Source: an optimization exercise on an open RTL-to-GDS flow (aim: small area, a short achievable clock period and few clock cycles). Production flows keep margins and buffers that such runs may drop.
Only simulation tests tie the RTL to the original design; equivalence was not proved.
Power figures rest on the tool's default switching activity, not on a simulated workload.

==> flow/design.v (excerpt) <==
module fondant_enc (
    input  wire        clk,
    input  wire        rst,
    input  wire        cfg_commit,
    input  wire [2:0]  cfg_mode,
    input  wire [4:0]  cfg_k,
    input  wire [4:0]  cfg_kmin,
    input  wire [4:0]  cfg_kmax,
    input  wire [11:0] cfg_target,
    input  wire        start,
    output wire        start_ready,
    input  wire [4:0]  s_depth,
    input  wire [1:0]  s_plane,
    input  wire [3:0]  s_rows_m1,
    input  wire [5:0]  s_cols_m1,
    input  wire        pix_valid,
    output wire        pix_ready,
    input  wire [15:0] pix_data,
    output reg         word_valid,
    output reg  [31:0] word_data,
    output reg         done,
    output wire [63:0] done_hdr,
    output wire [15:0] done_code
);
For scale: about 5400 cells after synthesis, ~1500 flip-flops, roughly 180 I/O pins, about 61000 um2 of cells after synthesis.
==> flow/config.mk <==
export PLATFORM = sky130hd
export DESIGN_NAME = fondant_enc
export DESIGN_NICKNAME = fondant_enc
export VERILOG_FILES = /design/flow/design.v
export SDC_FILE = /design/flow/constraint.sdc
export NUM_CORES = 4
export LEC_CHECK = 0
export ABC_AREA = 1
export CAP_MARGIN = 20
export CORE_MARGIN = 2
export CORE_UTILIZATION = 65
export PLACE_DENSITY = 0.8
export SLEW_MARGIN = 20
==> flow/constraint.sdc <==
create_clock -name core_clock -period 36.0 [get_ports {clk}]
set_input_delay 7.2000 -clock core_clock [delete_from_list [all_inputs] [get_ports {clk}]]
set_output_delay 7.2000 -clock core_clock [all_outputs]
set_load 0.01 [all_outputs]
standard.sh (not shown) runs the stock make flow with config.mk's settings and CLKGATE_MAP_FILE= SYNTH_SCRIPT=/design/flow/synth_recipe.tcl, a recipe that flattens the netlist after the stock synthesis.
==> flow/flow/run.sh <==
#!/bin/bash
# Standard ORFS layout (the standard.sh, same synthesis script and
# registers) with these changes, all passed as ORFS variables:
#  - synthesis: no separate full/half-adder mapping, and ABC maps for area
#    with amap (flow/abc_area.script, used through a copy of ORFS's scripts
#    folder in which only that file differs)
#  - ports buffered with buf_2 instead of the default delay buffer
#  - clock tree: larger sink clusters, no dummy loads
#  - timing repair asked to leave 27.6 ns of setup slack (the SDC is unchanged)
set -e
rm -rf scripts_amap
cp -r "$FLOW_HOME/scripts" scripts_amap
cp flow/abc_area.script scripts_amap/abc_area.script
export SCRIPTS_DIR="$PWD/scripts_amap"
export ADDER_MAP_FILE=
export BUFFER_PORTS_ARGS="-buffer_cell sky130_fd_sc_hd__buf_2"
export CTS_ARGS="-sink_clustering_enable -repair_clock_nets -dont_use_dummy_load -sink_clustering_size 24 -sink_clustering_max_diameter 80"
export SETUP_SLACK_MARGIN=27.6
bash standard.sh > standard.log 2>&1
==> flow/flow/abc_area.script <==
strash
dch
amap
topo
stime -c
buffer -c
upsize -c
dnsize -c
The baseline ran to the end with no violations.
Testbench counts at the start, summed over its fixed seeds: cycles 330,304.
Rerun with:
--- a/flow/config.mk
+++ b/flow/config.mk
@@ -11,2 +11,2 @@
-export CORE_UTILIZATION = 65
-export PLACE_DENSITY = 0.8
+export CORE_UTILIZATION = 60
+export PLACE_DENSITY = 0.75
The changed run ran to the end with no violations.
Hold slack hardly moves.
Setup slack stays flat.
Non-clock buffer count climbs by 4.
Clock power drops by about 1%.
Maximum frequency barely changes.
Total power came out lower by 0.43%.
Synthesized cell count stays the same.
Wire length fell by 6.0%.
Rerun with:
==> flow/flow/abc_area.script (replaced) <==
strash
dch
amap
topo
Wire length stays flat.
Worst hold slack loses 0.022 ns.
Global-route usage climbs by 0.64 points.
Sequential share of layout area barely changes.
Clock skew drops by 0.015 ns.
Cell count drops by 0.60%.
Rerun with:
--- a/flow/flow/run.sh
+++ b/flow/flow/run.sh
@@ -4,3 +4 @@
-#  - synthesis: no separate full/half-adder mapping, and ABC maps for area
-#    with amap (flow/abc_area.script, used through a copy of ORFS's scripts
-#    folder in which only that file differs)
+#  - synthesis: no separate full/half-adder mapping (ABC maps the adders)
@@ -10,5 +7,0 @@
-set -e
-rm -rf scripts_amap
-cp -r "$FLOW_HOME/scripts" scripts_amap
-cp flow/abc_area.script scripts_amap/abc_area.script
-export SCRIPTS_DIR="$PWD/scripts_amap"
--- a/flow/config.mk
+++ b/flow/config.mk
@@ -11,2 +11,2 @@
-export CORE_UTILIZATION = 60
-export PLACE_DENSITY = 0.75
+export CORE_UTILIZATION = 65
+export PLACE_DENSITY = 0.8
removed: flow/flow/abc_area.script
The new run finished with timing, DRC and antenna clean; utilization climbs by 3.4 points; clock-buffer cell count fell by 1; synthesized cell count increases by a quarter to a third; via count climbs by roughly a tenth.

afterwards: timing with drivers on the ports:
No port has a modelled driver above. Below, the same layouts with a new extraction and two added sets of constraints.
Step 1, drivers: a clkbuf_16 drives clk and a buf_2 each remaining input, both assumed.
Step 2, shift: input delay + t, output delay - t, t = (earliest + latest rising clock arrival at the registers) / 2. This alone moves slack from input paths to output paths.
Three values: ideal ports, drivers, drivers and shift; two values: the first two.
run | t, ns | setup slack, ns | hold slack, ns | cell pins on the clock port's net
the first run | 0.698 | 27.644 / 27.578 / 27.394 | 0.327 / 0.327 / 0.327 | 1
the second run | 0.710 | 27.643 / 27.572 / 27.522 | 0.327 / 0.327 / 0.327 | 1
the third run | 0.722 | 27.642 / 27.573 / 27.296 | 0.304 / 0.304 / 0.304 | 1
the fourth run | 0.728 | 27.643 / 27.565 / 27.500 | 0.332 / 0.332 / 0.332 | 1
After both steps every run listed still meets setup and hold. The setup slack of the third run, which loses most, moves by -0.069 ns with the drivers and by -0.346 ns with both steps.
